What follows belongs to an exercise in optimizing a design on an open flow for small area and a short achievable clock period; a production flow would make more cautious choices.
At most, simulation tests tie the RTL to the original design; equivalence was not proved.
Power is estimated from default activity; no workload was simulated.

==> inputs of exp/indigo <==
Design bv_cp2, start of the top module:
module bv_cp2 (
    input  wire        clk,
    input  wire        rst,         
    input  wire        issue,       
    input  wire [5:0]  op,          
    input  wire [23:0] ga,
    input  wire [23:0] gb,
    output reg         r1_valid,    
    output wire [23:0] r1_data,     
    output reg         r2_valid,    
    output reg  [23:0] r2_data,     
    output reg         r1_ill       
);
==> flow/config.mk <==
export PLATFORM = sky130hd
export DESIGN_NAME = bv_cp2
export DESIGN_NICKNAME = bv_cp2
export VERILOG_FILES = /design/flow/design.v
export SDC_FILE = /design/flow/constraint.sdc
export NUM_CORES = 4
export LEC_CHECK = 0
export CAP_MARGIN = 20
export CORE_MARGIN = 2
export CORE_UTILIZATION = 50
export PLACE_DENSITY = 0.75
export SLEW_MARGIN = 20
==> flow/constraint.sdc <==
create_clock -name core_clock -period 15.0 [get_ports {clk}]
set_input_delay 3.0000 -clock core_clock [delete_from_list [all_inputs] [get_ports {clk}]]
set_output_delay 3.0000 -clock core_clock [all_outputs]
set_load 0.01 [all_outputs]
standard.sh (not shown) runs the stock make flow with config.mk's settings and CLKGATE_MAP_FILE= SYNTH_SCRIPT=/design/flow/synth_recipe.tcl, a recipe that flattens the netlist after the stock synthesis.
==> flow/flow/run.sh <==
#!/bin/bash
# The standard layout (the standard.sh, its synthesis unchanged), with
# timing repair asked to leave a setup slack of at least SETUP_SLACK_MARGIN
# ns at the design's clock period: the design's paths are far shorter than
# the period, so without the margin the repair steps do nothing. Every port
# still gets its own buffer, a buf_2 rather than the flow's default choice
# of a delay cell.
# make's full output goes to flow.log; each step's log is under orfs/logs.
set -euo pipefail
bash standard.sh SETUP_SLACK_MARGIN=8.75 "BUFFER_PORTS_ARGS=-buffer_cell sky130_fd_sc_hd__buf_2" finish > flow.log 2>&1
==> exp/raven (differences from exp/indigo) <==
--- a/flow/design.v
+++ b/flow/design.v
@@ -39,22 +39,37 @@
     wire dec_rd   = (op >= 6'h0A) && (op <= 6'h0F);
     wire dec_conj = (op == 6'h04) || (op == 6'h08) || (op == 6'h06);
     wire [11:0] gai = ga[23:12];
     wire [11:0] gaq = ga[11:0];
     wire [11:0] gbi = gb[23:12];
     wire [11:0] gbq = gb[11:0];
-    wire k0 = gb[0];
-    wire k1 = gb[1];
-    wire [11:0] pi = op[2] ? 12'd0 : gai;
-    wire [11:0] qi = op[2] ? (k0 ? gaq : gai) : (op[1] ? 12'd0 : gbi);
-    wire        si = op[2] ? (k0 ^ k1) : op[0];
-    wire [11:0] pq = (op[2] | op[1]) ? 12'd0 : gaq;
-    wire [11:0] qq = op[2] ? (k0 ? gai : gaq) : (op[1] ? gaq : gbq);
-    wire        sq = op[2] ? k1 : (op[1] | op[0]);
-    wire [12:0] r1i = {pi[11], pi} + ({qi[11], qi} ^ {13{si}}) + {12'd0, si};
-    wire [12:0] r1q = {pq[11], pq} + ({qq[11], qq} ^ {13{sq}}) + {12'd0, sq};
+    wire [12:0] pai = {gai[11], gai};
+    wire [12:0] paq = {gaq[11], gaq};
+    wire [12:0] pbi = {gbi[11], gbi};
+    wire [12:0] pbq = {gbq[11], gbq};
+    wire [12:0] add_i = pai + pbi;
+    wire [12:0] add_q = paq + pbq;
+    wire [12:0] sub_i = pai - pbi;
+    wire [12:0] sub_q = paq - pbq;
+    wire [12:0] neg_i = -pai;
+    wire [12:0] neg_q = -paq;
+    reg [12:0] r1i, r1q;
+    always @* begin
+        case (op[2:0])
+            3'd0: begin r1i = add_i; r1q = add_q; end         
+            3'd1: begin r1i = sub_i; r1q = sub_q; end         
+            3'd2: begin r1i = pai;   r1q = neg_q; end         
+            default:                                          
+                case (gb[1:0])
+                    2'd0: begin r1i = pai;   r1q = paq;   end
+                    2'd1: begin r1i = neg_q; r1q = pai;   end
+                    2'd2: begin r1i = neg_i; r1q = neg_q; end
+                    default: begin r1i = paq; r1q = neg_i; end
+                endcase
+        endcase
+    end
     wire [23:0] gy = dec_pwr ? ga : gb;
     wire [12:0] gyi = {gy[23:12], 1'b0};
     wire [12:0] gyq = {gy[11:0], 1'b0};
     reg  [5:0]  d_one_i, d_two_i, d_neg_i, d_one_q, d_two_q, d_neg_q;
     integer n;
     wire dec_x = dec_mul | dec_pwr | dec_mac;
==> flow/run.sh (new file) <==
#!/bin/bash
# synth_recipe.tcl (not shown) runs the flow's synth.tcl, then flattens the netlist and writes it again
# the make line also repeats each setting of config.mk as NAME=value (left out here)
make -C /OpenROAD-flow-scripts/flow DESIGN_CONFIG=/design/flow/config.mk WORK_HOME=/design/flow/orfs CLKGATE_MAP_FILE= SYNTH_SCRIPT=/design/flow/synth_recipe.tcl finish
CORE_UTILIZATION = 30   (was 50)
PLACE_DENSITY = unset   (was 0.75)
removed: flow/flow/run.sh
removed: flow/standard.sh
==> run notes <==
Between exp/indigo and exp/raven, the lower synthesized area is in exp/indigo (gap 3.7%, measured against exp/raven). In exp/indigo the global-route usage is higher than in exp/raven, by 11 points. In exp/indigo the clock power is smaller than in exp/raven, by about 3%. Of exp/raven and exp/indigo, exp/indigo has the higher power (gap 3.9%, measured against exp/indigo).
No functional check of the RTL was part of exp/raven.

## re-timing with driven ports
In the flow no input, the clock included, has a driving cell. The finished layouts below were timed again as built, in two steps. Step 1, drivers: a clkbuf_16 drives clk and a buf_2 each remaining input, both assumed. Step 2 adds t to the input delays and takes it off the output delays; t is the mean of the earliest and latest rising clock arrival at the registers after step 1. Input paths then give back, and output paths get back, about the clock's delay inside the block. a / b / c = no drivers / after step 1 / after step 2; a / b = the first two.
run	t, ns	setup slack, ns	latest minus earliest clock arrival (ns)
exp/indigo	0.538	8.809 / 8.809 / 8.589	0.020 / 0.019
exp/raven	0.579	7.461 / 7.461 / 7.461	0.020 / 0.019
After both steps setup and hold are still met in every run listed. For exp/indigo, which loses most, drivers alone change the setup slack by 0.000 ns; drivers and shift together by -0.220 ns.
